Background: an optimization exercise with open tools, aiming at small area, a short achievable clock period and few clock cycles per item. Do not read the settings as production practice.
Where RTL was checked, it was by simulation tests only, not by an equivalence proof against the original.
For runs 2 to 5, only the layout was checked, not whether the RTL still works.

==> design.v <==
module img_sha256 (
    input  wire         clk,
    input  wire         rst,         
    input  wire         in_valid,
    output wire         in_ready,
    input  wire [31:0]  in_data,
    input  wire         in_last,
    output reg          out_valid,
    output wire [255:0] out_digest
);
    localparam [1:0] C_IDLE = 2'd0,    
                     C_RND  = 2'd1,    
                     C_ADD  = 2'd2;    
    function [31:0] rotr(input [31:0] x, input integer n);
        rotr = (x >> n) | (x << (32 - n));
    endfunction
    function [31:0] bsig0(input [31:0] x);
        bsig0 = rotr(x, 2) ^ rotr(x, 13) ^ rotr(x, 22);
    endfunction
    function [31:0] bsig1(input [31:0] x);
        bsig1 = rotr(x, 6) ^ rotr(x, 11) ^ rotr(x, 25);
    endfunction
    function [31:0] ssig0(input [31:0] x);
        ssig0 = rotr(x, 7) ^ rotr(x, 18) ^ (x >> 3);
    endfunction
    function [31:0] ssig1(input [31:0] x);
        ssig1 = rotr(x, 17) ^ rotr(x, 19) ^ (x >> 10);
    endfunction
    function [31:0] iv(input [2:0] k);
        case (k)
            3'd0: iv = 32'h6a09e667; 3'd1: iv = 32'hbb67ae85;
            3'd2: iv = 32'h3c6ef372; 3'd3: iv = 32'ha54ff53a;
            3'd4: iv = 32'h510e527f; 3'd5: iv = 32'h9b05688c;
            3'd6: iv = 32'h1f83d9ab; default: iv = 32'h5be0cd19;
        endcase
    endfunction
    reg [5:0]  kc;           
    reg [31:0] k_t;          
    always @(*) begin
        case (kc)
            6'd0:  k_t = 32'h428a2f98; 6'd1:  k_t = 32'h71374491;
            6'd2:  k_t = 32'hb5c0fbcf; 6'd3:  k_t = 32'he9b5dba5;
            6'd4:  k_t = 32'h3956c25b; 6'd5:  k_t = 32'h59f111f1;
            6'd6:  k_t = 32'h923f82a4; 6'd7:  k_t = 32'hab1c5ed5;
            6'd8:  k_t = 32'hd807aa98; 6'd9:  k_t = 32'h12835b01;
            6'd10: k_t = 32'h243185be; 6'd11: k_t = 32'h550c7dc3;
            6'd12: k_t = 32'h72be5d74; 6'd13: k_t = 32'h80deb1fe;
            6'd14: k_t = 32'h9bdc06a7; 6'd15: k_t = 32'hc19bf174;
            6'd16: k_t = 32'he49b69c1; 6'd17: k_t = 32'hefbe4786;
            6'd18: k_t = 32'h0fc19dc6; 6'd19: k_t = 32'h240ca1cc;
            6'd20: k_t = 32'h2de92c6f; 6'd21: k_t = 32'h4a7484aa;
            6'd22: k_t = 32'h5cb0a9dc; 6'd23: k_t = 32'h76f988da;
            6'd24: k_t = 32'h983e5152; 6'd25: k_t = 32'ha831c66d;
            6'd26: k_t = 32'hb00327c8; 6'd27: k_t = 32'hbf597fc7;
            6'd28: k_t = 32'hc6e00bf3; 6'd29: k_t = 32'hd5a79147;
            6'd30: k_t = 32'h06ca6351; 6'd31: k_t = 32'h14292967;
            6'd32: k_t = 32'h27b70a85; 6'd33: k_t = 32'h2e1b2138;
            6'd34: k_t = 32'h4d2c6dfc; 6'd35: k_t = 32'h53380d13;
            6'd36: k_t = 32'h650a7354; 6'd37: k_t = 32'h766a0abb;
            6'd38: k_t = 32'h81c2c92e; 6'd39: k_t = 32'h92722c85;
            6'd40: k_t = 32'ha2bfe8a1; 6'd41: k_t = 32'ha81a664b;
            6'd42: k_t = 32'hc24b8b70; 6'd43: k_t = 32'hc76c51a3;
            6'd44: k_t = 32'hd192e819; 6'd45: k_t = 32'hd6990624;
            6'd46: k_t = 32'hf40e3585; 6'd47: k_t = 32'h106aa070;
            6'd48: k_t = 32'h19a4c116; 6'd49: k_t = 32'h1e376c08;
            6'd50: k_t = 32'h2748774c; 6'd51: k_t = 32'h34b0bcb5;
            6'd52: k_t = 32'h391c0cb3; 6'd53: k_t = 32'h4ed8aa4a;
            6'd54: k_t = 32'h5b9cca4f; 6'd55: k_t = 32'h682e6ff3;
            6'd56: k_t = 32'h748f82ee; 6'd57: k_t = 32'h78a5636f;
            6'd58: k_t = 32'h84c87814; 6'd59: k_t = 32'h8cc70208;
            6'd60: k_t = 32'h90befffa; 6'd61: k_t = 32'ha4506ceb;
            6'd62: k_t = 32'hbef9a3f7; default: k_t = 32'hc67178f2;
        endcase
    end
    reg [3:0]  t;            
    wire [1:0] ph = t[1:0];  
    reg [1:0]  cm;           
    reg        cur_first;    
    reg        cur_last;     
    reg        quiet;        
    reg [31:0] w [0:15];     
    reg [4:0]  nbc;          
    reg [3:0]  base;         
    reg        pad;          
    reg        mk_done;      
    reg        len_here;     
    reg        fill_first;   
    reg        fill_last;    
    reg [20:0] nwords;       
    reg [31:0] a, b, c, d, e, f, g, h;
    reg [31:0] H0, H1, H2, H3, H4, H5, H6, H7;
    reg [31:0] P;            
    integer i;
    wire start = nbc[4] && (t == base) && (cm != C_RND);
    wire wact  = start || ((cm == C_RND) && (kc != 6'd0));   
    wire sched = wact && !(kc[5] && kc[4]);                   
    wire first_ok = (t[1:0] == 2'd3) && !(wact && !(kc[3] || kc[2]));
    wire room  = !sched && !nbc[4] &&
                 ((nbc == 5'd0) ? first_ok : (t == base + nbc[3:0]));
    assign in_ready = room && !pad;
    wire take    = in_valid && in_ready;
    wire padpush = room && pad;
    wire push_in = take || padpush;
    reg [31:0] pad_word;
    always @(*) begin
        if (!mk_done)
            pad_word = 32'h80000000;
        else if (len_here && nbc[3:0] == 4'd15)
            pad_word = {6'd0, nwords, 5'd0};
        else
            pad_word = 32'd0;
    end
    wire [31:0] in_word = pad ? pad_word : in_data;
    wire [31:0] wnext   = ssig1(w[14]) + w[9] + ssig0(w[1]) + w[0];
    wire [31:0] ch  = (e & f) ^ (~e & g);
    wire [31:0] maj = (a & b) ^ (a & c) ^ (b & c);
    wire [31:0] s1  = bsig1(e);
    wire [31:0] s0  = bsig0(a);
    wire [31:0] t1s = s1 ^ ch ^ P;
    wire [31:0] t1c = {((s1[30:0] & ch[30:0]) | (s1[30:0] & P[30:0]) | (ch[30:0] & P[30:0])), 1'b0};
    wire [31:0] es  = t1s ^ t1c ^ d;
    wire [31:0] ec  = {((t1s[30:0] & t1c[30:0]) | (t1s[30:0] & d[30:0]) | (t1c[30:0] & d[30:0])), 1'b0};
    wire [31:0] us  = t1s ^ s0 ^ maj;
    wire [31:0] uc  = {((t1s[30:0] & s0[30:0]) | (t1s[30:0] & maj[30:0]) | (s0[30:0] & maj[30:0])), 1'b0};
    wire [31:0] as_ = us ^ uc ^ t1c;
    wire [31:0] ac  = {((us[30:0] & uc[30:0]) | (us[30:0] & t1c[30:0]) | (uc[30:0] & t1c[30:0])), 1'b0};
    wire [31:0] a_rnd = as_ + ac;
    wire [31:0] e_rnd = es + ec;
    wire [31:0] iv_a = iv({1'b0, ~ph});      
    wire [31:0] iv_e = iv({1'b1, ~ph});      
    wire [31:0] ya   = cur_first ? iv_a : H3;
    wire [31:0] ye   = cur_first ? iv_e : H7;
    wire [31:0] sa   = ya + d;
    wire [31:0] se   = ye + h;
    always @(posedge clk) begin
        b <= a; c <= b; d <= c;
        f <= e; g <= f; h <= g;
        H1 <= H0; H2 <= H1; H3 <= H2;
        H5 <= H4; H6 <= H5; H7 <= H6;
        P <= g + k_t + w[0];
        case (cm)
            C_RND: begin
                a <= a_rnd;
                e <= e_rnd;
                H0 <= H3;
                H4 <= H7;
            end
            C_ADD: begin
                a <= cur_last ? iv_a : sa;
                e <= cur_last ? iv_e : se;
                H0 <= sa;
                H4 <= se;
            end
            default: begin
                a <= d;
                e <= h;
                H0 <= H3;
                H4 <= H7;
            end
        endcase
        for (i = 0; i < 15; i = i + 1)
            w[i] <= w[i + 1];
        w[15] <= sched ? wnext : push_in ? in_word : w[0];
        if (rst) begin
            t          <= 4'd0;
            base       <= 4'd0;
            cm         <= C_ADD;
            cur_first  <= 1'b1;
            cur_last   <= 1'b1;
            quiet      <= 1'b1;
            kc         <= 6'd0;
            nbc        <= 5'd0;
            pad        <= 1'b0;
            mk_done    <= 1'b0;
            len_here   <= 1'b0;
            fill_first <= 1'b1;
            fill_last  <= 1'b0;
            nwords     <= 21'd0;
            out_valid  <= 1'b0;
        end else begin
            t <= t + 4'd1;
            out_valid <= (cm == C_ADD) && (ph == 2'd3) && cur_last && !quiet;
            if (wact)
                kc <= kc + 6'd1;
            case (cm)
                C_RND: if (kc == 6'd0) cm <= C_ADD;
                C_ADD: if (ph == 2'd3) cm <= start ? C_RND : C_IDLE;
                default: if (start) cm <= C_RND;
            endcase
            if (start) begin
                quiet      <= 1'b0;
                cur_first  <= fill_first;
                cur_last   <= fill_last;
                fill_first <= fill_last;
                fill_last  <= 1'b0;
                nbc        <= 5'd0;
            end else if (push_in) begin
                nbc <= nbc + 5'd1;
                if (nbc == 5'd0)
                    base <= t;
            end
            if (take) begin
                nwords <= nwords + 21'd1;
                if (in_last)
                    pad <= 1'b1;
            end
            if (padpush) begin
                mk_done <= 1'b1;
                if (mk_done && nbc[3:0] == 4'd14)
                    len_here <= 1'b1;
                if (len_here && nbc[3:0] == 4'd15) begin
                    pad       <= 1'b0;
                    mk_done   <= 1'b0;
                    len_here  <= 1'b0;
                    fill_last <= 1'b1;
                    nwords    <= 21'd0;
                end
            end
        end
    end
    assign out_digest = {H0, H1, H2, H3, H4, H5, H6, H7};
endmodule
==> run.sh <==
#!/bin/bash
# synth_recipe.tcl (not shown) runs the flow's synth.tcl, then flattens the netlist and writes it again
# the make line also repeats each setting of config.mk as NAME=value (left out here)
make -C /OpenROAD-flow-scripts/flow DESIGN_CONFIG=/design/flow/config.mk WORK_HOME=/design/flow/orfs CLKGATE_MAP_FILE= SYNTH_SCRIPT=/design/flow/synth_recipe.tcl finish
==> config.mk <==
export PLATFORM = sky130hd
export DESIGN_NAME = img_sha256
export DESIGN_NICKNAME = img_sha256
export VERILOG_FILES = /design/flow/design.v
export SDC_FILE = /design/flow/constraint.sdc
export NUM_CORES = 4
export LEC_CHECK = 0
export CAP_MARGIN = 20
export CORE_MARGIN = 2
export CORE_UTILIZATION = 40
export PLACE_DENSITY = 0.6
export SETUP_SLACK_MARGIN = 5
export SLEW_MARGIN = 20
==> constraint.sdc <==
create_clock -name core_clock -period 10.0 [get_ports {clk}]
set_input_delay 2.0000 -clock core_clock [delete_from_list [all_inputs] [get_ports {clk}]]
set_output_delay 2.0000 -clock core_clock [all_outputs]
set_load 0.01 [all_outputs]
==> results.tsv, run 1 <==
metric	value	unit
Routed WL per cell	25.1	um
Req. time, crit path	10560	ps
row count	126	
GRT overflow	0	
Arrival @ worst endpoint	5500	ps
Post-CTS Hold Fix Bufs	0	
Register-to-Register Path Depth	21	
GP Congestion	0.942	
Clock Skew	63.6	ps
largest net degree at the start of global routing	72	
Post-Synthesis Cells	4605	
Die Ht	349	um
DP HPWL	127	mm
Die Area	122000	um2
area grow syn2layout	19.1	%
share of cells above drive strength 1	0.0859	
number of remaining DRC errors	0	
Primary FF master, synth	dfxtp_1	
final non-filler cell total	6545	
Clock Path Buffers	3	
CP Capture Type	register	
post-synthesis net count	5036	
IO Pins	294	
startpoint types	register	
Setup Slack @ Placement	3530	ps
Core ar.	118000	um2
Pre-antenna DRT Iters	6	
DRT iter0 DRCs	3088	
worst skew pair latency	760	ps
Yosys top cell by area	dfxtp_1	
initial antenna violation count	7	
CP Class	register to register	
I/O Buffers	293	
TritonCTS Sinks	1138	
status	finished clean	
vias per cell	5.37	
Max Clock Freq	202	MHz
Most flops, register	w	
vias in the first global route	34400	
Layout Nets	5340	
Cells after DPL	6303	
Max FO, Critical Path	4	
r2r startpoint	e[13]$_DFF_P_	
TritonCTS buffer count	116	
Yosys reg bits	1138	
Initial Utilization	0.404	
Post-synth EDFFs	0	
DR vias	35200	
max-cap violations	0	
Min-Delay Path Class	register to register	
Final WS setup	5060	ps
GR Util All Layers	0.265	
CTS tree	done	
crit path to	a[16]$_DFF_P_	
sequential-to-total area share from yosys stat	0.478	
Synth cell types	85	
CTS root buffer	clkbuf_16	
Die W	349	um
Async SR Flop Fraction	0	
worst reg2reg endpoint	a[16]$_DFF_P_	
hold slack	275	ps
mean post-synth cell area	10.3	um2
fin crit period	4940	ps
H-tree depth	3	
max-slew violations	0	
Synth Cell Area	47700	um2
part of the cycle the worst path needs	0.494	
Filler cells	10800	
top cell type's share of synthesized area	0.478	
TNS Setup	0	ps
Worst-path clk slew	60	ps
RSZ-0062 raised after global routing	true	
drt total wl	164	mm
start point of the critical path	e[13]$_DFF_P_	
Routed Antenna Nets	0	
Hold Crit Start	w[5][16]$_DFF_P_	
first-pass GRT wire length	236	mm
max reg flops	512	
Fin. Hold Viols	0	
Synth area leaders	dfxtp_1 48%, fa_1 7.4%, xnor2_1 6.9%	
YS warnings	2	
Worst-Margin Slew	1090	ps
Final setup violation count	0	
max_slew headroom	0.270	
## cell usage after synthesis, drive strengths merged (8+ instances only)
master	count
mux2i	65
a21boi	10
and3	23
nor2b	54
nor4	12
maj3	49
a21o	81
or3	16
a22oi	28
a21oi	316
buf	39
a221oi	28
a31o	8
xor2	166
o21bai	24
fa	177
inv	277
o21a	36
a211oi	35
ha	218
nand2b	38
nand3	53
nor2	268
and2	11
nor3	57
o31ai	15
mux2	30
xnor2	375
o22ai	11
nand4	23
o211ai	55
clkbuf	129
o21ai	322
o311ai	11
a311oi	8
nand2	262
o221ai	12
or2	14
a31oi	34
dfxtp	1138
## cell families (layout without fill, tap and decap cells)
| logic type | after synthesis | count (layout) | synth area share |
|---|---|---|---|
| and+or+nand+nor | 839 | 839 | 0.0800 |
| AOI/OAI and AO/OA | 1102 | 1102 | 0.144 |
| buffers and inverters | 446 | 847 | 0.0358 |
| adders and majority gates | 444 | 444 | 0.142 |
| DFF | 1138 | 1138 | 0.478 |
| other | 0 | 3 | 0 |
| xor gates and xnor gates | 541 | 541 | 0.0994 |
| muxes | 95 | 95 | 0.0207 |
## through the flow
step | cell area, um2 | util
after floorplan | 47700 | -
after global placement | 52200 | 0.442
after detailed placement | 52200 | 0.442
after CTS | 56400 | 0.477
after global routing | 56800 | 0.481
final | 56800 | 0.481
## placed cells by master, fill, tap and decap left out, types with 30 or more instances in the layout
master,n
o21a_1,36
xor2_1,165
nand2b_1,38
a211oi_1,34
nor3_1,55
ha_1,211
mux2_2,30
inv_1,271
a31oi_1,31
o211ai_1,55
a21oi_1,305
xnor2_1,371
nor2_1,262
dfxtp_1,1103
maj3_1,49
fa_1,168
nand2_1,259
clkbuf_16,116
buf_4,59
a21o_1,81
o21ai_0,300
nor2b_1,52
nand3_1,53
mux2i_1,64
clkdlybuf4s50_1,291
## worst min path at each step
| stage | endpoint | slack [ps] | cells after the start |
|---|---|---|---|
| global route | w[4][16]$_DFF_P_ | 280 | 0 |
| CTS | w[4][16]$_DFF_P_ | 270 | 0 |
| global placement | w[6][10]$_DFF_P_ | 310 | 0 |
| detailed placement | w[1][19]$_DFF_P_ | 310 | 0 |
| floorplan | w[10][0]$_DFF_P_ | 310 | 0 |
| finish | w[4][16]$_DFF_P_ | 280 | 0 |
## per-layer routing
metal	routed length, um	GRT usage	share of wire
met5	0	0	0
met4	8420	0.124	0.051
met3	10600	0.0419	0.064
met2	73400	0.417	0.45
met1	71900	0.356	0.44
## cell type report
| type | count | area (um2) | share of cell area |
|---|---|---|---|
| Antenna cell | 3 | 7.51 | 0.000132 |
| Clock buffer | 157 | 3290 | 0.0579 |
| Clock inverter | 58 | 692 | 0.0122 |
| Inverter | 278 | 1050 | 0.0185 |
| Multi-Input combinational cell | 3021 | 23600 | 0.415 |
| Sequential cell | 1138 | 22900 | 0.403 |
| Tap cell | 1536 | 1920 | 0.0339 |
| Timing Repair Buffer | 354 | 3400 | 0.0599 |
## critical path: stages (launching register included)
cell      delay [ps]
dfxtp_4          380
xor2_2           190
xnor2_2          160
fa_2             670
xnor2_2          140
xnor2_1          150
fa_1             440
ha_2             200
inv_1             80
fa_2             210
nor2b_1           50
o21a_1           200
a311oi_2         380
a21oi_2          110
buf_4            150
a31o_2           260
a21o_1           180
a21o_1           190
a21o_1           170
a21oi_1          160
xor2_1           160
o21ai_0          100
## what timing repair did
action / 4_1_cts / 5_1_grt
gates resized for setup: 61 / 76
setup endpoints to repair: 88 / 63
pin swaps: 9 / 27
setup buffers: 7 / 17
Testbench counts, summed over its fixed seeds: cycles 64,020, words 14,230.
==> inputs of run 2 (changes only) <==
--- a/design.v
+++ b/design.v
@@ -74,4 +74,3 @@
     end
-    reg [3:0]  t;            
-    wire [1:0] ph = t[1:0];  
+    reg [1:0]  ph;           
     reg [1:0]  cm;           
@@ -81,4 +80,4 @@
     reg [31:0] w [0:15];     
+    reg [15:0] v;            
     reg [4:0]  nbc;          
-    reg [3:0]  base;         
     reg        pad;          
@@ -93,8 +92,6 @@
     integer i;
-    wire start = nbc[4] && (t == base) && (cm != C_RND);
+    wire start = (ph == 2'd3) && (cm != C_RND) && nbc[4];
     wire wact  = start || ((cm == C_RND) && (kc != 6'd0));   
     wire sched = wact && !(kc[5] && kc[4]);                   
-    wire first_ok = (t[1:0] == 2'd3) && !(wact && !(kc[3] || kc[2]));
-    wire room  = !sched && !nbc[4] &&
-                 ((nbc == 5'd0) ? first_ok : (t == base + nbc[3:0]));
+    wire room  = wact ? (kc[5] && kc[4]) : (!v[15] && !nbc[4]);
     assign in_ready = room && !pad;
@@ -114,2 +111,8 @@
     wire [31:0] wnext   = ssig1(w[14]) + w[9] + ssig0(w[1]) + w[0];
+    reg [15:0] mv;
+    always @(*) begin
+        mv[0] = wact || !v[0];
+        for (i = 1; i < 16; i = i + 1)
+            mv[i] = mv[i - 1] || !v[i];
+    end
     wire [31:0] ch  = (e & f) ^ (~e & g);
@@ -161,7 +164,6 @@
         for (i = 0; i < 15; i = i + 1)
-            w[i] <= w[i + 1];
-        w[15] <= sched ? wnext : push_in ? in_word : w[0];
+            if (mv[i]) w[i] <= w[i + 1];
+        if (mv[15]) w[15] <= sched ? wnext : in_word;
         if (rst) begin
-            t          <= 4'd0;
-            base       <= 4'd0;
+            ph         <= 2'd0;
             cm         <= C_ADD;
@@ -171,2 +173,3 @@
             kc         <= 6'd0;
+            v          <= 16'd0;
             nbc        <= 5'd0;
@@ -180,3 +183,3 @@
         end else begin
-            t <= t + 4'd1;
+            ph <= ph + 2'd1;
             out_valid <= (cm == C_ADD) && (ph == 2'd3) && cur_last && !quiet;
@@ -184,2 +187,5 @@
                 kc <= kc + 6'd1;
+            for (i = 0; i < 15; i = i + 1)
+                if (mv[i]) v[i] <= v[i + 1];
+            if (mv[15]) v[15] <= sched || push_in;
             case (cm)
@@ -198,4 +204,2 @@
                 nbc <= nbc + 5'd1;
-                if (nbc == 5'd0)
-                    base <= t;
             end
--- a/config.mk
+++ b/config.mk
@@ -11,3 +11,2 @@
 export PLACE_DENSITY = 0.6
-export SETUP_SLACK_MARGIN = 5
 export SLEW_MARGIN = 20
==> results.tsv, run 2 <==
metric	value	unit	change
vias in the first global route	36100		was 34400
commonest cells after routing, fill and taps aside	634 x dfxtp_1, 512 x edfxtp_1, 344 x xnor2_1		was 1103 x dfxtp_1, 371 x xnor2_1, 305 x a21oi_1
CP max stage cell	ha_1		was fa_2
Clock Skew	47.7	ps	was 63.6 ps
Synth cell types	90		was 85
Clock Path Buffers	3		unchanged
Synth Cell Area	52900	um2	was 47700 um2
Post-CTS Hold Fix Bufs	0		unchanged
Primary FF master, synth	dfxtp_1		unchanged
hold slack	310	ps	was 275 ps
DR vias	37100		was 35200
Arrival @ worst endpoint	4070	ps	was 5500 ps
max-cap violations	0		unchanged
Pre-antenna DRT Iters	6		unchanged
r2r startpoint	e[11]$_DFF_P_		was e[13]$_DFF_P_
# Post-CTS Setup Buffers	0		was 7
Yosys reg bits	1148		was 1138
Async SR Flop Fraction	0		unchanged
Max Clock Freq	165	MHz	was 202 MHz
Initial Utilization	0.403		was 0.404
crit-path cells	ha_1 -> nand3_1 -> a22oi_2 -> buf_4 -> a21oi_4 -> and2_1 -> clkdlybuf4s50_1		was xor2_2 -> xnor2_2 -> fa_2 -> xnor2_2 -> xnor2_1 -> fa_1 -> ha_2 -> inv_1 -> fa_2 -> nor2b_1 -> o21a_1 -> a311oi_2 -> a21oi_2 -> buf_4 -> a31o_2 -> a21o_1 -> a21o_1 -> a21o_1 -> a21oi_1 -> xor2_1 -> o21ai_0
initial antenna violation count	2		was 7
Die Area	135000	um2	was 122000 um2
Post-synth EDFFs	512		was 0
vias per cell	5.50		was 5.37
Routed WL per cell	26.2	um	was 25.1 um
H-tree depth	3		unchanged
GRT overflow	0		unchanged
post-synthesis net count	5009		was 5036
Worst-path clk slew	70	ps	was 60 ps
count leader, synth	dfxtp_1		unchanged
worst skew pair latency	770	ps	was 760 ps
GR Util All Layers	0.257		was 0.265
critical path's top delay family	buffers and inverters		was compound AO/OA/AOI/OAI gates
mean post-synth cell area	11.5	um2	was 10.3 um2
Max FO, Critical Path	54		was 4
sequential-to-total area share from yosys stat	0.531		was 0.478
worst reg2reg endpoint	a[30]$_DFF_P_		was a[16]$_DFF_P_
max-slew violations	0		unchanged
max reg flops	512		unchanged
YS warnings	2		unchanged
share of cells above drive strength 1	0.0651		was 0.0859
Min-Delay Path Class	register to register		unchanged
drt total wl	177	mm	was 164 mm
Hold Crit Start	H6[27]$_DFF_P_		was w[5][16]$_DFF_P_
number of remaining DRC errors	0		unchanged
synth cell count leaders	636 x dfxtp_1, 512 x edfxtp_1, 344 x xnor2_1		was 1138 x dfxtp_1, 375 x xnor2_1, 315 x a21oi_1
Fin. Hold Viols	0		unchanged
Most flops, register	w		unchanged
row count	133		was 126
CTS tree	done		unchanged
Die Ht	368	um	was 349 um
Final setup violation count	0		unchanged
TNS Setup	0	ps	unchanged
Hold Path End	H7[27]$_DFF_P_		was w[4][16]$_DFF_P_
top cell type's share of synthesized area	0.291		was 0.478
largest net degree at the start of global routing	75		was 72
Req. time, crit path	8000	ps	was 10560 ps
first-pass GRT wire length	253	mm	was 236 mm
GP Congestion	0.979		was 0.942
PostCTS Resize Cnt	0		was 61
Routed Antenna Nets	0		unchanged
DRT iter0 DRCs	3741		was 3088
part of the cycle the worst path needs	0.607		was 0.494
TritonCTS Sinks	1148		was 1138
Buf+Inv Stages, Crit Path	2		unchanged
TritonCTS buffer count	117		was 116
IO Pins	294		unchanged
most common cell after layout, fill and taps aside	dfxtp_1		unchanged
fin crit period	6070	ps	was 4940 ps
startpoint types	register		unchanged
CP Class	register to primary output		was register to register
I/O Buffers	293		unchanged
Layout Nets	5314		was 5340
Yosys top cell by area	edfxtp_1		was dfxtp_1
Worst Hold Depth	0		unchanged
Register-to-Register Path Depth	19		was 21
Core ar.	131000	um2	was 118000 um2
max incr delay on CP	800	ps	was 670 ps
Die W	368	um	was 349 um
max_slew headroom	0.226		was 0.270
DP HPWL	137	mm	was 127 mm
Synth area leaders	edfxtp_1 29%, dfxtp_1 24%, fa_1 6.7%		was dfxtp_1 48%, fa_1 7.4%, xnor2_1 6.9%
Worst-Margin Slew	1160	ps	was 1090 ps
area grow syn2layout	16.8	%	was 19.1%
CP Capture Type	primary output		was register
RSZ-0062 raised after global routing	false		was true
status	finished clean		unchanged
CTS root buffer	clkbuf_16		unchanged
Post-Synthesis Cells	4583		was 4605
[run 2: cell count changes after synthesis, sizes merged, moves of 13 or more]
cell | before | now
a21oi | 316 | 277
nand3 | 53 | 66
dfxtp | 1138 | 636
o21ai | 322 | 289
xnor2 | 375 | 344
edfxtp | 0 | 512
nor2b | 54 | 24
nor2 | 268 | 297
[run 2: area by class of cell]
| cell class | instances | area (um2) |
|---|---|---|
| clock inverter | 71 | 763 |
| tap | 1755 | 2200 |
| clock buffer | 152 | 3190 |
| sequential | 1148 | 28100 |
| multi-input combinational | 3007 | 23200 |
| fill | 11900 | 69500 |
| timing repair buffer | 344 | 3310 |
| antenna | 1 | 2.50 |
| inverter | 270 | 1010 |
[run 2: metrics by stage]
| step | std cells | setup slack, ps | utilization | area [um2] |
|---|---|---|---|---|
| final | 6748 | 3930 | 0.470 | 61800 |
| after CTS | 6747 | 4020 | 0.470 | 61800 |
| after floorplan | 4583 | 5110 | - | 52900 |
| after detailed placement | 6524 | 4210 | 0.440 | 57800 |
| after global routing | 6747 | 3820 | 0.470 | 61800 |
| after global placement | 6524 | 4220 | 0.440 | 57800 |
[run 2: cell families (layout without fill, tap and decap cells)]
logic type | count (synthesis) | count (layout) | share of synthesized area
AOI/OAI and AO/OA | 1078 | 1078 | 0.130
and+or+nand+nor | 887 | 887 | 0.0778
DFF | 1148 | 1148 | 0.531
other | 0 | 1 | 0
muxes | 89 | 89 | 0.0177
buffers and inverters | 428 | 837 | 0.0310
xor gates and xnor gates | 512 | 512 | 0.0848
adders and majority gates | 441 | 441 | 0.127
[run 2: worst max path at each step]
stage	from	end	slack (ps)	depth (start not counted)
after CTS	ph[0]$_SDFF_PP0_	in_ready	4020	7
after global placement	e[11]$_DFF_P_	a[30]$_DFF_P_	4220	19
after global routing	e[12]$_DFF_P_	a[30]$_DFF_P_	3820	20
final	ph[0]$_SDFF_PP0_	in_ready	3930	7
after detailed placement	e[6]$_DFF_P_	a[30]$_DFF_P_	4210	19
after floorplan	e[2]$_DFF_P_	a[30]$_DFF_P_	5110	19
[run 2: metal layers]
layer	global-route usage	wire, um
met5	0	40
met3	0.0441	13100
met1	0.354	76600
met4	0.111	8330
met2	0.399	78600
==> inputs of run 3 (changes only) <==
--- a/config.mk
+++ b/config.mk
@@ -11,2 +11,3 @@
 export PLACE_DENSITY = 0.6
+export SETUP_SLACK_MARGIN = 5
 export SLEW_MARGIN = 20
==> results.tsv, run 3 <==
metric	value	unit	change
status	finished clean		unchanged
post-synthesis simple-gate area fraction	0.0778		unchanged
Hold Crit Start	H6[27]$_DFF_P_		unchanged
first-pass GRT wire length	254	mm	was 253 mm
met2 wire length	79.3	mm	was 78.6 mm
Final WS setup	5050	ps	was 3930 ps
Routed WL per cell	26.2	um	about the same
count leader, synth	dfxtp_1		unchanged
Yosys top cell by area	edfxtp_1		unchanged
CTS tree	done		unchanged
max-cap violations	0		unchanged
CP Capture Type	register		was primary output
initial antenna violation count	1		was 2
Post-Synthesis Cells	4583		unchanged
Req. time, crit path	10710	ps	was 8000 ps
vias in the first global route	36300		was 36100
Layout Nets	5352		was 5314
max incr delay on CP	580	ps	was 800 ps
Filler cells	11800		was 11900
Die Area	135000	um2	unchanged
Initial Utilization	0.403		unchanged
DRT iter0 DRCs	3742		was 3741
Post-synth EDFFs	512		unchanged
top cell type's share of synthesized area	0.291		unchanged
synth cell count leaders	636 x dfxtp_1, 512 x edfxtp_1, 344 x xnor2_1		unchanged
Worst Hold Depth	0		unchanged
Worst-Margin Slew	1180	ps	was 1160 ps
Min-Delay Path Class	register to register		unchanged
GP Congestion	0.979		unchanged
CP max stage cell	ha_1		unchanged
Max Used Layer	met5		unchanged
Synth cell types	90		unchanged
Fin. Hold Viols	0		unchanged
hold slack	301	ps	was 310 ps
WL met1	76.8	mm	was 76.6 mm
number of remaining DRC errors	0		unchanged
TNS Setup	0	ps	unchanged
critical path's top delay family	simple AND/OR/NAND/NOR gates		was buffers and inverters
register area	28200	um2	was 28100 um2
Primary FF master, synth	dfxtp_1		unchanged
TritonCTS Sinks	1148		unchanged
Clock Path Buffers	3		unchanged
Synth Cell Area	52900	um2	unchanged
Final setup violation count	0		unchanged
part of the cycle the worst path needs	0.495		was 0.607
r2r startpoint	ph[0]$_SDFF_PP0_		was e[11]$_DFF_P_
xor-xnor portion of the synthesized cell area	0.0848		unchanged
Most flops, register	w		unchanged
Register-to-Register Path Depth	15		was 19
GRT overflow	0		unchanged
Clock Skew	54.0	ps	was 47.7 ps
startpoint types	register		unchanged
share of cells above drive strength 1	0.0990		was 0.0651
YS warnings	2		unchanged
Die Ht	368	um	unchanged
row count	133		unchanged
area taken by multi-input logic gates	23800	um2	was 23200 um2
Die W	368	um	unchanged
CP Class	register to register		was register to primary output
TritonCTS buffer count	117		unchanged
sequential-to-total area share from yosys stat	0.531		unchanged
drt total wl	178	mm	was 177 mm
Pre-antenna DRT Iters	5		was 6
CTS root buffer	clkbuf_16		unchanged
met3 WL	13.1	mm	about the same
Final Util	0.479		was 0.470
Routed Antenna Nets	0		unchanged
Max FO, Critical Path	8		was 54
DP HPWL	137	mm	unchanged
Buf+Inv Stages, Crit Path	1		was 2
crit-path cells	inv_1 -> ha_1 -> nand2b_1 -> o21ai_0 -> ha_1 -> nand4_1 -> nor4_1 -> nand3_1 -> a21oi_1 -> o31a_1 -> o2111a_1 -> nand4_1 -> nand2_1 -> xor2_1 -> mux2_2		was ha_1 -> nand3_1 -> a22oi_2 -> buf_4 -> a21oi_4 -> and2_1 -> clkdlybuf4s50_1
DR vias	37300		was 37100
Yosys reg bits	1148		unchanged
Max Clock Freq	202	MHz	was 165 MHz
largest family of logic cells by synthesized area	compound AO/OA/AOI/OAI gates		unchanged
most common cell after layout, fill and taps aside	dfxtp_1		unchanged
I/O Buffers	293		unchanged
post-synthesis mux area share	0.0177		unchanged
Core ar.	131000	um2	unchanged
Async SR Flop Fraction	0		unchanged
area share of fa/ha/maj cells after synthesis	0.127		unchanged
H-tree depth	3		unchanged
Arrival @ worst endpoint	5660	ps	was 4070 ps
post-synthesis compound-gate area fraction	0.130		unchanged
max-slew violations	0		unchanged
worst skew pair latency	780	ps	was 770 ps
Hold Path End	H7[27]$_DFF_P_		unchanged
Synth area leaders	edfxtp_1 29%, dfxtp_1 24%, fa_1 6.7%		unchanged
Worst-path clk slew	70	ps	about the same
max reg flops	512		unchanged
commonest cells after routing, fill and taps aside	605 x dfxtp_1, 512 x edfxtp_1, 325 x xnor2_1		was 634 x dfxtp_1, 512 x edfxtp_1, 344 x xnor2_1
post-synthesis net count	5009		unchanged
area grow syn2layout	18.8	%	was 16.8%
largest net degree at the start of global routing	75		unchanged
fin crit period	4950	ps	was 6070 ps
mean post-synth cell area	11.5	um2	unchanged
worst reg2reg endpoint	H0[31]$_DFF_P_		was a[30]$_DFF_P_
vias per cell	5.49		was 5.50
Setup Slack @ Placement	4210	ps	unchanged
max_slew headroom	0.210		was 0.226
GR Util All Layers	0.258		was 0.257
RSZ-0062 raised after global routing	true		was false
IO Pins	294		unchanged
==> run 3: worst max path at each step <==
stage	startpoint	to	slack, ps	depth (start not counted)
3_5_place_dp	e[6]$_DFF_P_	a[30]$_DFF_P_	4210	19
6_report	ph[0]$_SDFF_PP0_	H0[31]$_DFF_P_	5050	15
5_1_grt	e[9]$_DFF_P_	a[31]$_DFF_P_	4910	18
3_3_place_gp	e[11]$_DFF_P_	a[30]$_DFF_P_	4220	19
4_1_cts	e[12]$_DFF_P_	a[30]$_DFF_P_	4860	22
2_1_floorplan	e[2]$_DFF_P_	a[30]$_DFF_P_	5110	19
==> run 3: worst register-to-register path, delay by kind of cell, from the launching register on <==
family          cells  cell delay, ps
buf+inv             1             150
xor+xnor            1             430
simple gates        6            1530
mux                 1             250
compound gates      4            1180
fa+ha+maj           2            1010
flops               1             390
==> run 3: logic make-up (layout without fill, tap and decap cells) <==
kind of cell             count (synthesis)  in the layout
AND/OR/NAND/NOR                        887            887
multiplexers                            89             89
adder cells (fa/ha/maj)                441            441
XOR/XNOR                               512            512
AO/OA/AOI/OAI                         1078           1078
flip-flops                            1148           1148
buffers and inverters                  428            875
other                                    0              2
==> run 3: final cells by class <==
cell class / instances / share of cell area
Sequential cell: 1148 / 0.448
Multi-Input combinational cell: 3007 / 0.379
Timing Repair Buffer: 382 / 0.0580
Clock buffer: 152 / 0.0508
Tap cell: 1755 / 0.0349
Inverter: 270 / 0.0162
Clock inverter: 71 / 0.0121
Antenna cell: 2 / 0.0000796
==> run 3: through the flow <==
stage / instances / cell area (um2)
final: 6787 / 62800
after global routing: 6785 / 62800
after floorplan: 4583 / 52900
after CTS: 6762 / 62100
after global placement: 6524 / 57800
after detailed placement: 6524 / 57800
==> run 3: routing by layer <==
metal | vias to the layer above | GRT usage
li1 | 17000 | -
met1 | 18400 | 0.354
met2 | 1574 | 0.401
met3 | 310 | 0.0443
met4 | 2 | 0.111
met5 | - | 0
==> run 3: repair_timing <==
item	4_1_cts	5_1_grt
pin swaps	14	41
cloned	1	0
resized for setup	63	121
hold buffers	0	0
setup endpoints to repair	18	32
buffers inserted	14	23
==> inputs of run 4 (changes only) <==
--- a/design.v
+++ b/design.v
@@ -121,12 +121,4 @@
     wire [31:0] s0  = bsig0(a);
-    wire [31:0] t1s = s1 ^ ch ^ P;
-    wire [31:0] t1c = {((s1[30:0] & ch[30:0]) | (s1[30:0] & P[30:0]) | (ch[30:0] & P[30:0])), 1'b0};
-    wire [31:0] es  = t1s ^ t1c ^ d;
-    wire [31:0] ec  = {((t1s[30:0] & t1c[30:0]) | (t1s[30:0] & d[30:0]) | (t1c[30:0] & d[30:0])), 1'b0};
-    wire [31:0] us  = t1s ^ s0 ^ maj;
-    wire [31:0] uc  = {((t1s[30:0] & s0[30:0]) | (t1s[30:0] & maj[30:0]) | (s0[30:0] & maj[30:0])), 1'b0};
-    wire [31:0] as_ = us ^ uc ^ t1c;
-    wire [31:0] ac  = {((us[30:0] & uc[30:0]) | (us[30:0] & t1c[30:0]) | (uc[30:0] & t1c[30:0])), 1'b0};
-    wire [31:0] a_rnd = as_ + ac;
-    wire [31:0] e_rnd = es + ec;
+    wire [31:0] a_rnd = s1 + ch + P + s0 + maj;
+    wire [31:0] e_rnd = s1 + ch + P + d;
     wire [31:0] iv_a = iv({1'b0, ~ph});      
--- a/config.mk
+++ b/config.mk
@@ -11,3 +11,2 @@
 export PLACE_DENSITY = 0.6
-export SETUP_SLACK_MARGIN = 5
 export SLEW_MARGIN = 20
==> results.tsv, run 4 <==
metric	value	unit	change
Final setup violation count	0		unchanged
I/O Buffers	293		unchanged
post-synthesis net count	4893		was 5009
synth cell count leaders	636 x dfxtp_1, 512 x edfxtp_1, 342 x xnor2_1		was 636 x dfxtp_1, 512 x edfxtp_1, 344 x xnor2_1
CTS root buffer	clkbuf_16		unchanged
TritonCTS Sinks	1148		unchanged
DP HPWL	123	mm	was 137 mm
vias per cell	5.44		was 5.49
PostCTS Resize Cnt	0		was 63
max incr delay on CP	470	ps	was 580 ps
RSZ-0062 raised after global routing	false		was true
max-cap violations	0		unchanged
Post-Synthesis Cells	4451		was 4583
fin crit period	7020	ps	was 4950 ps
initial antenna violation count	6		was 1
sequential-to-total area share from yosys stat	0.537		was 0.531
Min-Delay Path Class	register to register		unchanged
Req. time, crit path	10600	ps	was 10710 ps
TritonCTS buffer count	117		unchanged
Clock Skew	80.4	ps	was 54.0 ps
worst skew pair latency	780	ps	about the same
top cell type's share of synthesized area	0.294		was 0.291
worst reg2reg endpoint	a[28]$_DFF_P_		was H0[31]$_DFF_P_
Layout Nets	5198		was 5352
DRT iter0 DRCs	3727		was 3742
max reg flops	512		unchanged
CP max stage cell	fa_1		was ha_1
status	finished clean		unchanged
# diodes	0		was 2
Worst-path clk slew	60	ps	was 70 ps
part of the cycle the worst path needs	0.702		was 0.495
Max Clock Freq	142	MHz	was 202 MHz
most common cell after layout, fill and taps aside	dfxtp_1		unchanged
Arrival @ worst endpoint	7620	ps	was 5660 ps
Final Util	0.472		was 0.479
Primary FF master, synth	dfxtp_1		unchanged
CP Class	register to register		unchanged
number of remaining DRC errors	0		unchanged
Synth Cell Area	52300	um2	was 52900 um2
mean post-synth cell area	11.8	um2	was 11.5 um2
Post-CTS Hold Fix Bufs	0		unchanged
Final WS setup	2980	ps	was 5050 ps
crit path to	a[28]$_DFF_P_		was H0[31]$_DFF_P_
GRT overflow	0		unchanged
r2r startpoint	e[7]$_DFF_P_		was ph[0]$_SDFF_PP0_
DR vias	35900		was 37300
Fin. Hold Viols	0		unchanged
Die W	366	um	was 368 um
drt total wl	161	mm	was 178 mm
row count	132		was 133
startpoint types	register		unchanged
Die Area	134000	um2	was 135000 um2
Yosys top cell by area	edfxtp_1		unchanged
GP Congestion	0.983		was 0.979
Post-synth EDFFs	512		unchanged
commonest cells after routing, fill and taps aside	634 x dfxtp_1, 512 x edfxtp_1, 342 x xnor2_1		was 605 x dfxtp_1, 512 x edfxtp_1, 325 x xnor2_1
TNS Setup	0	ps	unchanged
# Post-CTS Setup Buffers	0		was 14
Worst-Margin Slew	1180	ps	about the same
GR Util met2	0.366		was 0.401
Core ar.	130000	um2	was 131000 um2
Routed Antenna Nets	0		unchanged
area grow syn2layout	17.0	%	was 18.8%
count leader, synth	dfxtp_1		unchanged
YS warnings	2		unchanged
max_slew headroom	0.208		was 0.210
Routed WL per cell	24.5	um	was 26.2 um
IO Pins	294		unchanged
Synth area leaders	edfxtp_1 29%, dfxtp_1 24%, fa_1 6.2%		was edfxtp_1 29%, dfxtp_1 24%, fa_1 6.7%
max-slew violations	0		unchanged
Initial Utilization	0.404		was 0.403
largest net degree at the start of global routing	78		was 75
Async SR Flop Fraction	0		unchanged
first-pass GRT wire length	235	mm	was 254 mm
Register-to-Register Path Depth	26		was 15
Pre-antenna DRT Iters	8		was 5
Yosys reg bits	1148		unchanged
Clock Path Buffers	3		unchanged
Most flops, register	w		unchanged
Max FO, Critical Path	5		was 8
CTS tree	done		unchanged
Synth cell types	92		was 90
vias in the first global route	34600		was 36300
global-route met3 utilization	0.0340		was 0.0443
H-tree depth	3		unchanged
start point of the critical path	e[7]$_DFF_P_		was ph[0]$_SDFF_PP0_
Worst Hold Depth	0		unchanged
Die Ht	366	um	was 368 um
share of cells above drive strength 1	0.0688		was 0.0990
busiest grt layer	met2		unchanged
Setup Slack @ Placement	3040	ps	was 4210 ps
GR Util All Layers	0.236		was 0.258
M1 GR Usage	0.337		was 0.354
CP Capture Type	register		unchanged
[run 4: layout make-up]
type	instances	area [um2]
clock inverters	60	798
clock buffers	156	3260
inverters	188	706
well taps	1742	2180
repair buffers	336	3260
flip-flops and latches	1148	28100
multi-input cells	2965	22900
fillers	11700	68400
[run 4: stage by stage]
| step | std cells | cell area, um2 | hold slack, ps |
|---|---|---|---|
| global placement | 6379 | 57200 | 330 |
| floorplan | 4451 | 52300 | 326 |
| CTS | 6595 | 61200 | 310 |
| finish | 6595 | 61200 | 313 |
| detailed placement | 6379 | 57200 | 331 |
| global route | 6595 | 61200 | 315 |
[run 4: worst min-delay path by stage]
stage | to | slack (ps) | start
CTS | H1[17]$_DFF_P_ | 310 | H0[17]$_DFF_P_
global placement | g[18]$_DFF_P_ | 330 | f[18]$_DFF_P_
detailed placement | g[18]$_DFF_P_ | 330 | f[18]$_DFF_P_
floorplan | g[10]$_DFF_P_ | 330 | f[10]$_DFF_P_
finish | H5[29]$_DFF_P_ | 310 | H4[29]$_DFF_P_
global route | H1[17]$_DFF_P_ | 310 | H0[17]$_DFF_P_
[run 4: metal layers]
metal,share of wire,vias up
met1,0.45,17400
met5,0,-
li1,-,16700
met2,0.44,1523
met3,0.068,260
met4,0.036,0
[run 4: critical path, delay by kind of cell (launching register included)]
family	cells	cell delay, ps
AOI/OAI and AO/OA	12	2930
xor gates and xnor gates	3	640
adders and majority gates	5	1980
DFF	1	450
muxes	1	200
and+or+nand+nor	5	640
[run 4: cell families after synthesis]
group,count (synthesis),share of synthesized area
simple gates,827,0.0745
compound gates,1135,0.138
flops,1148,0.537
mux,101,0.0206
xor+xnor,474,0.0793
buf+inv,338,0.0258
fa+ha+maj,428,0.124
==> inputs of run 5 (changes only) <==
--- a/design.v
+++ b/design.v
@@ -27,2 +27,53 @@
         ssig1 = rotr(x, 17) ^ rotr(x, 19) ^ (x >> 10);
+    endfunction
+    function [31:0] csum(input [31:0] x, input [31:0] y, input [31:0] z);
+        csum = x ^ y ^ z;
+    endfunction
+    function [31:0] ccar(input [31:0] x, input [31:0] y, input [31:0] z);
+        ccar = {(x[30:0] & y[30:0]) | (x[30:0] & z[30:0]) | (y[30:0] & z[30:0]), 1'b0};
+    endfunction
+    function [31:0] add_bk(input [31:0] x, input [31:0] y);
+        reg [31:0] gg, pp;
+        integer j;
+        begin
+            gg = x & y;
+            pp = x ^ y;
+            for (j = 1; j < 32; j = j + 2) begin
+                gg[j] = gg[j] | (pp[j] & gg[j - 1]);
+                pp[j] = pp[j] & pp[j - 1];
+            end
+            for (j = 3; j < 32; j = j + 4) begin
+                gg[j] = gg[j] | (pp[j] & gg[j - 2]);
+                pp[j] = pp[j] & pp[j - 2];
+            end
+            for (j = 7; j < 32; j = j + 8) begin
+                gg[j] = gg[j] | (pp[j] & gg[j - 4]);
+                pp[j] = pp[j] & pp[j - 4];
+            end
+            for (j = 15; j < 32; j = j + 16) begin
+                gg[j] = gg[j] | (pp[j] & gg[j - 8]);
+                pp[j] = pp[j] & pp[j - 8];
+            end
+            for (j = 31; j < 32; j = j + 32) begin
+                gg[j] = gg[j] | (pp[j] & gg[j - 16]);
+                pp[j] = pp[j] & pp[j - 16];
+            end
+            for (j = 23; j < 32; j = j + 16) begin
+                gg[j] = gg[j] | (pp[j] & gg[j - 8]);
+                pp[j] = pp[j] & pp[j - 8];
+            end
+            for (j = 11; j < 32; j = j + 8) begin
+                gg[j] = gg[j] | (pp[j] & gg[j - 4]);
+                pp[j] = pp[j] & pp[j - 4];
+            end
+            for (j = 5; j < 32; j = j + 4) begin
+                gg[j] = gg[j] | (pp[j] & gg[j - 2]);
+                pp[j] = pp[j] & pp[j - 2];
+            end
+            for (j = 2; j < 32; j = j + 2) begin
+                gg[j] = gg[j] | (pp[j] & gg[j - 1]);
+                pp[j] = pp[j] & pp[j - 1];
+            end
+            add_bk = x ^ y ^ {gg[30:0], 1'b0};
+        end
     endfunction
@@ -74,3 +125,4 @@
     end
-    reg [1:0]  ph;           
+    reg [3:0]  t;            
+    wire [1:0] ph = t[1:0];  
     reg [1:0]  cm;           
@@ -80,4 +132,4 @@
     reg [31:0] w [0:15];     
-    reg [15:0] v;            
     reg [4:0]  nbc;          
+    reg [3:0]  base;         
     reg        pad;          
@@ -92,6 +144,8 @@
     integer i;
-    wire start = (ph == 2'd3) && (cm != C_RND) && nbc[4];
+    wire start = nbc[4] && (t == base) && (cm != C_RND);
     wire wact  = start || ((cm == C_RND) && (kc != 6'd0));   
     wire sched = wact && !(kc[5] && kc[4]);                   
-    wire room  = wact ? (kc[5] && kc[4]) : (!v[15] && !nbc[4]);
+    wire first_ok = (t[1:0] == 2'd3) && !(wact && !(kc[3] || kc[2]));
+    wire room  = !sched && !nbc[4] &&
+                 ((nbc == 5'd0) ? first_ok : (t == base + nbc[3:0]));
     assign in_ready = room && !pad;
@@ -110,9 +164,7 @@
     wire [31:0] in_word = pad ? pad_word : in_data;
-    wire [31:0] wnext   = ssig1(w[14]) + w[9] + ssig0(w[1]) + w[0];
-    reg [15:0] mv;
-    always @(*) begin
-        mv[0] = wact || !v[0];
-        for (i = 1; i < 16; i = i + 1)
-            mv[i] = mv[i - 1] || !v[i];
-    end
+    wire [31:0] wn_s1  = ssig1(w[14]);
+    wire [31:0] wn_s0  = ssig0(w[1]);
+    wire [31:0] wn_xs  = csum(wn_s0, w[9], w[0]);
+    wire [31:0] wn_xc  = ccar(wn_s0, w[9], w[0]);
+    wire [31:0] wnext  = add_bk(csum(wn_xs, wn_xc, wn_s1), ccar(wn_xs, wn_xc, wn_s1));
     wire [31:0] ch  = (e & f) ^ (~e & g);
@@ -121,4 +173,12 @@
     wire [31:0] s0  = bsig0(a);
-    wire [31:0] a_rnd = s1 + ch + P + s0 + maj;
-    wire [31:0] e_rnd = s1 + ch + P + d;
+    wire [31:0] t1s = s1 ^ ch ^ P;
+    wire [31:0] t1c = {((s1[30:0] & ch[30:0]) | (s1[30:0] & P[30:0]) | (ch[30:0] & P[30:0])), 1'b0};
+    wire [31:0] es  = t1s ^ t1c ^ d;
+    wire [31:0] ec  = {((t1s[30:0] & t1c[30:0]) | (t1s[30:0] & d[30:0]) | (t1c[30:0] & d[30:0])), 1'b0};
+    wire [31:0] us  = t1s ^ s0 ^ maj;
+    wire [31:0] uc  = {((t1s[30:0] & s0[30:0]) | (t1s[30:0] & maj[30:0]) | (s0[30:0] & maj[30:0])), 1'b0};
+    wire [31:0] as_ = us ^ uc ^ t1c;
+    wire [31:0] ac  = {((us[30:0] & uc[30:0]) | (us[30:0] & t1c[30:0]) | (uc[30:0] & t1c[30:0])), 1'b0};
+    wire [31:0] a_rnd = as_ + ac;
+    wire [31:0] e_rnd = es + ec;
     wire [31:0] iv_a = iv({1'b0, ~ph});      
@@ -127,4 +187,4 @@
     wire [31:0] ye   = cur_first ? iv_e : H7;
-    wire [31:0] sa   = ya + d;
-    wire [31:0] se   = ye + h;
+    wire [31:0] sa   = add_bk(ya, d);
+    wire [31:0] se   = add_bk(ye, h);
     always @(posedge clk) begin
@@ -134,3 +194,3 @@
         H5 <= H4; H6 <= H5; H7 <= H6;
-        P <= g + k_t + w[0];
+        P <= add_bk(csum(g, k_t, w[0]), ccar(g, k_t, w[0]));
         case (cm)
@@ -156,6 +216,7 @@
         for (i = 0; i < 15; i = i + 1)
-            if (mv[i]) w[i] <= w[i + 1];
-        if (mv[15]) w[15] <= sched ? wnext : in_word;
+            w[i] <= w[i + 1];
+        w[15] <= sched ? wnext : push_in ? in_word : w[0];
         if (rst) begin
-            ph         <= 2'd0;
+            t          <= 4'd0;
+            base       <= 4'd0;
             cm         <= C_ADD;
@@ -165,3 +226,2 @@
             kc         <= 6'd0;
-            v          <= 16'd0;
             nbc        <= 5'd0;
@@ -175,3 +235,3 @@
         end else begin
-            ph <= ph + 2'd1;
+            t <= t + 4'd1;
             out_valid <= (cm == C_ADD) && (ph == 2'd3) && cur_last && !quiet;
@@ -179,5 +239,2 @@
                 kc <= kc + 6'd1;
-            for (i = 0; i < 15; i = i + 1)
-                if (mv[i]) v[i] <= v[i + 1];
-            if (mv[15]) v[15] <= sched || push_in;
             case (cm)
@@ -196,2 +253,4 @@
                 nbc <= nbc + 5'd1;
+                if (nbc == 5'd0)
+                    base <= t;
             end
--- a/config.mk
+++ b/config.mk
@@ -11,2 +11,3 @@
 export PLACE_DENSITY = 0.6
+export SETUP_SLACK_MARGIN = 5
 export SLEW_MARGIN = 20
==> results.tsv, run 5 <==
metric	value	unit	change
Most flops, register	w		unchanged
max-cap violations	0		unchanged
max reg flops	512		unchanged
commonest cells after routing, fill and taps aside	1091 x dfxtp_1, 320 x inv_1, 292 x clkdlybuf4s50_1		was 634 x dfxtp_1, 512 x edfxtp_1, 342 x xnor2_1
first-pass GRT wire length	225	mm	was 235 mm
GRT overflow	0		unchanged
Post-synth EDFFs	0		was 512
Die Ht	346	um	was 366 um
Filler cells	10600		was 11700
H-tree depth	3		unchanged
final non-filler cell total	6262		was 6595
YS warnings	2		unchanged
part of the cycle the worst path needs	0.507		was 0.702
Max FO, Critical Path	2		was 5
Async SR Flop Fraction	0		unchanged
row count	125		was 132
mean post-synth cell area	10.9	um2	was 11.8 um2
Core ar.	116000	um2	was 130000 um2
sequential-to-total area share from yosys stat	0.486		was 0.537
# diodes	0		unchanged
Initial Utilization	0.403		was 0.404
area grow syn2layout	21.2	%	was 17.0%
top cell type's share of synthesized area	0.486		was 0.294
Layout Nets	5165		was 5198
Synth area leaders	dfxtp_1 49%, fa_1 12%, ha_1 5.7%		was edfxtp_1 29%, dfxtp_1 24%, fa_1 6.2%
r2r startpoint	e[1]$_DFF_P_		was e[7]$_DFF_P_
Setup Slack @ Placement	3880	ps	was 3040 ps
number of remaining DRC errors	0		unchanged
DRT iter0 DRCs	2924		was 3727
worst reg2reg endpoint	e[31]$_DFF_P_		was a[28]$_DFF_P_
GP Congestion	0.950		was 0.983
Arrival @ worst endpoint	3070	ps	was 7620 ps
Synth Cell Area	46800	um2	was 52300 um2
drt total wl	156	mm	was 161 mm
TritonCTS Sinks	1138		was 1148
CP Capture Type	primary output		was register
I/O Buffers	293		unchanged
Die W	346	um	was 366 um
Primary FF master, synth	dfxtp_1		unchanged
Post-CTS Hold Fix Bufs	0		unchanged
Synth cell types	93		was 92
DP Area	51400	um2	was 57200 um2
register area	22900	um2	was 28100 um2
post-route cell area	56800	um2	was 61200 um2
Routed WL per cell	24.8	um	was 24.5 um
largest net degree at the start of global routing	71		was 78
CP Class	register to primary output		was register to register
initial antenna violation count	2		was 6
count leader, synth	dfxtp_1		unchanged
TNS Setup	0	ps	unchanged
fin crit period	5070	ps	was 7020 ps
GR Util All Layers	0.256		was 0.236
Die Area	120000	um2	was 134000 um2
Worst-path clk slew	70	ps	was 60 ps
Min-Delay Path Class	register to register		unchanged
Final setup violation count	0		unchanged
crit path to	in_ready		was a[28]$_DFF_P_
IO Pins	294		unchanged
Worst-Margin Slew	1210	ps	was 1180 ps
Yosys top cell by area	dfxtp_1		was edfxtp_1
synth cell count leaders	1138 x dfxtp_1, 323 x inv_1, 279 x fa_1		was 636 x dfxtp_1, 512 x edfxtp_1, 342 x xnor2_1
Max Clock Freq	197	MHz	was 142 MHz
Clock Skew	68.3	ps	was 80.4 ps
hold slack	290	ps	was 313 ps
TritonCTS buffer count	114		was 117
RSZ-0062 raised after global routing	true		was false
Post-Synthesis Cells	4285		was 4451
worst skew pair latency	740	ps	was 780 ps
max-slew violations	0		unchanged
Register-to-Register Path Depth	15		was 26
most common cell after layout, fill and taps aside	dfxtp_1		unchanged
Routed Antenna Nets	0		unchanged
CTS tree	done		unchanged
DR vias	33000		was 35900
Yosys reg bits	1138		was 1148
start point of the critical path	nbc[0]$_SDFFE_PP0N_		was e[7]$_DFF_P_
vias per cell	5.27		was 5.44
status	finished clean		unchanged
Final Util	0.489		was 0.472
CTS root buffer	clkbuf_16		unchanged
Clock Path Buffers	3		unchanged
Final WS setup	4930	ps	was 2980 ps
vias in the first global route	32700		was 34600
post-synthesis net count	4812		was 4893
Fin. Hold Viols	0		unchanged
startpoint types	register		unchanged
Req. time, crit path	8000	ps	was 10600 ps
max_slew headroom	0.182		was 0.208
Cells after DPL	5986		was 6379
Pre-antenna DRT Iters	8		unchanged
area taken by multi-input logic gates	22900	um2	about the same
share of cells above drive strength 1	0.123		was 0.0688
DP HPWL	120	mm	was 123 mm
## run 5: cell count changes after synthesis, moves of 27 or more
| cell | before | now |
|---|---|---|
| xor2_1 | 132 | 159 |
| fa_1 | 161 | 279 |
| xnor2_1 | 342 | 246 |
| dfxtp_1 | 636 | 1138 |
| ha_1 | 245 | 212 |
| nor2_1 | 235 | 205 |
| inv_1 | 181 | 323 |
| mux2i_1 | 49 | 22 |
| nand3_1 | 77 | 49 |
| edfxtp_1 | 512 | 0 |
| a21oi_1 | 316 | 248 |
## run 5: critical path, cell delays in order, from the launching register on
cell     delay [ps]
dfxtp_4         360
ha_4            130
inv_2            30
fa_1            450
xnor2_1         140
or4_4           430
nor3_4          330
nor2_2           80
nor3_2          210
buf_2           180
## run 5: per-layer routing
metal,GRT usage,wire length (um),vias up
met5,0,19,-
met4,0.122,8580,2
met1,0.329,65300,16200
met3,0.0438,9550,319
li1,-,-,15200
met2,0.418,72100,1322
## run 5: logic make-up after synthesis
kind of cell               count (synthesis)  share of synthesized area
muxes                                     82                     0.0194
and+or+nand+nor                          723                     0.0704
AOI/OAI and AO/OA                        946                      0.129
DFF                                     1138                      0.486
adders and majority gates                504                      0.179
xor gates and xnor gates                 407                     0.0764
buffers and inverters                    485                     0.0400
## run 5: worst min path at each step
stage / startpoint / to / slack, ps / cells past startpoint
6_report: w[13][10]$_DFF_P_ / w[12][10]$_DFF_P_ / 290 / 0
5_1_grt: w[13][10]$_DFF_P_ / w[12][10]$_DFF_P_ / 310 / 0
4_1_cts: f[30]$_DFF_P_ / g[30]$_DFF_P_ / 290 / 0
3_5_place_dp: w[11][18]$_DFF_P_ / w[10][18]$_DFF_P_ / 310 / 0
3_3_place_gp: w[10][23]$_DFF_P_ / w[9][23]$_DFF_P_ / 310 / 0
2_1_floorplan: w[11][0]$_DFF_P_ / w[10][0]$_DFF_P_ / 310 / 0
## run 5: layout make-up
class | count | share of cell area
timing repair buffer | 390 | 0.0653
clock buffer | 144 | 0.0556
multi-input combinational | 2662 | 0.404
inverter | 332 | 0.0221
clock inverter | 72 | 0.0163
tap | 1524 | 0.0336
sequential | 1138 | 0.403
## run 5: what timing repair did
action	in CTS	in global routing
setup buffers	32	28
gates resized for setup	131	94
pin swaps	44	70
setup endpoints to repair	67	55

==> afterwards: timing with drivers on the ports <==
How much do the figures lean on ideal ports? The routed layouts below were timed once more, with nothing changed but the port constraints.
Step 1, drivers: a clkbuf_16 drives clk and a buf_2 each remaining input, both assumed.
Step 2 also shifts input and output timing later by t, the mid clock arrival at the registers, as if the neighbouring blocks saw the same clock.
Slacks: ideal / step 1 / step 2; pairs: ideal / step 1.
| run | t, ns | slack for setup (ns) | cell pins on the clock port's net |
|---|---|---|---|
| run 1 | 0.809 | 5.058 / 5.058 / 4.429 | 1 |
| run 2 | 0.823 | 3.929 / 3.851 / 4.183 | 1 |
| run 3 | 0.828 | 5.052 / 5.052 / 4.540 | 1 |
| run 4 | 0.819 | 2.976 / 2.976 / 2.976 | 1 |
| run 5 | 0.781 | 4.927 / 4.854 / 4.403 | 1 |
After both steps every run listed still meets setup and hold. The setup slack of run 1, which loses most, moves by 0.000 ns with the drivers and by -0.629 ns with both steps.
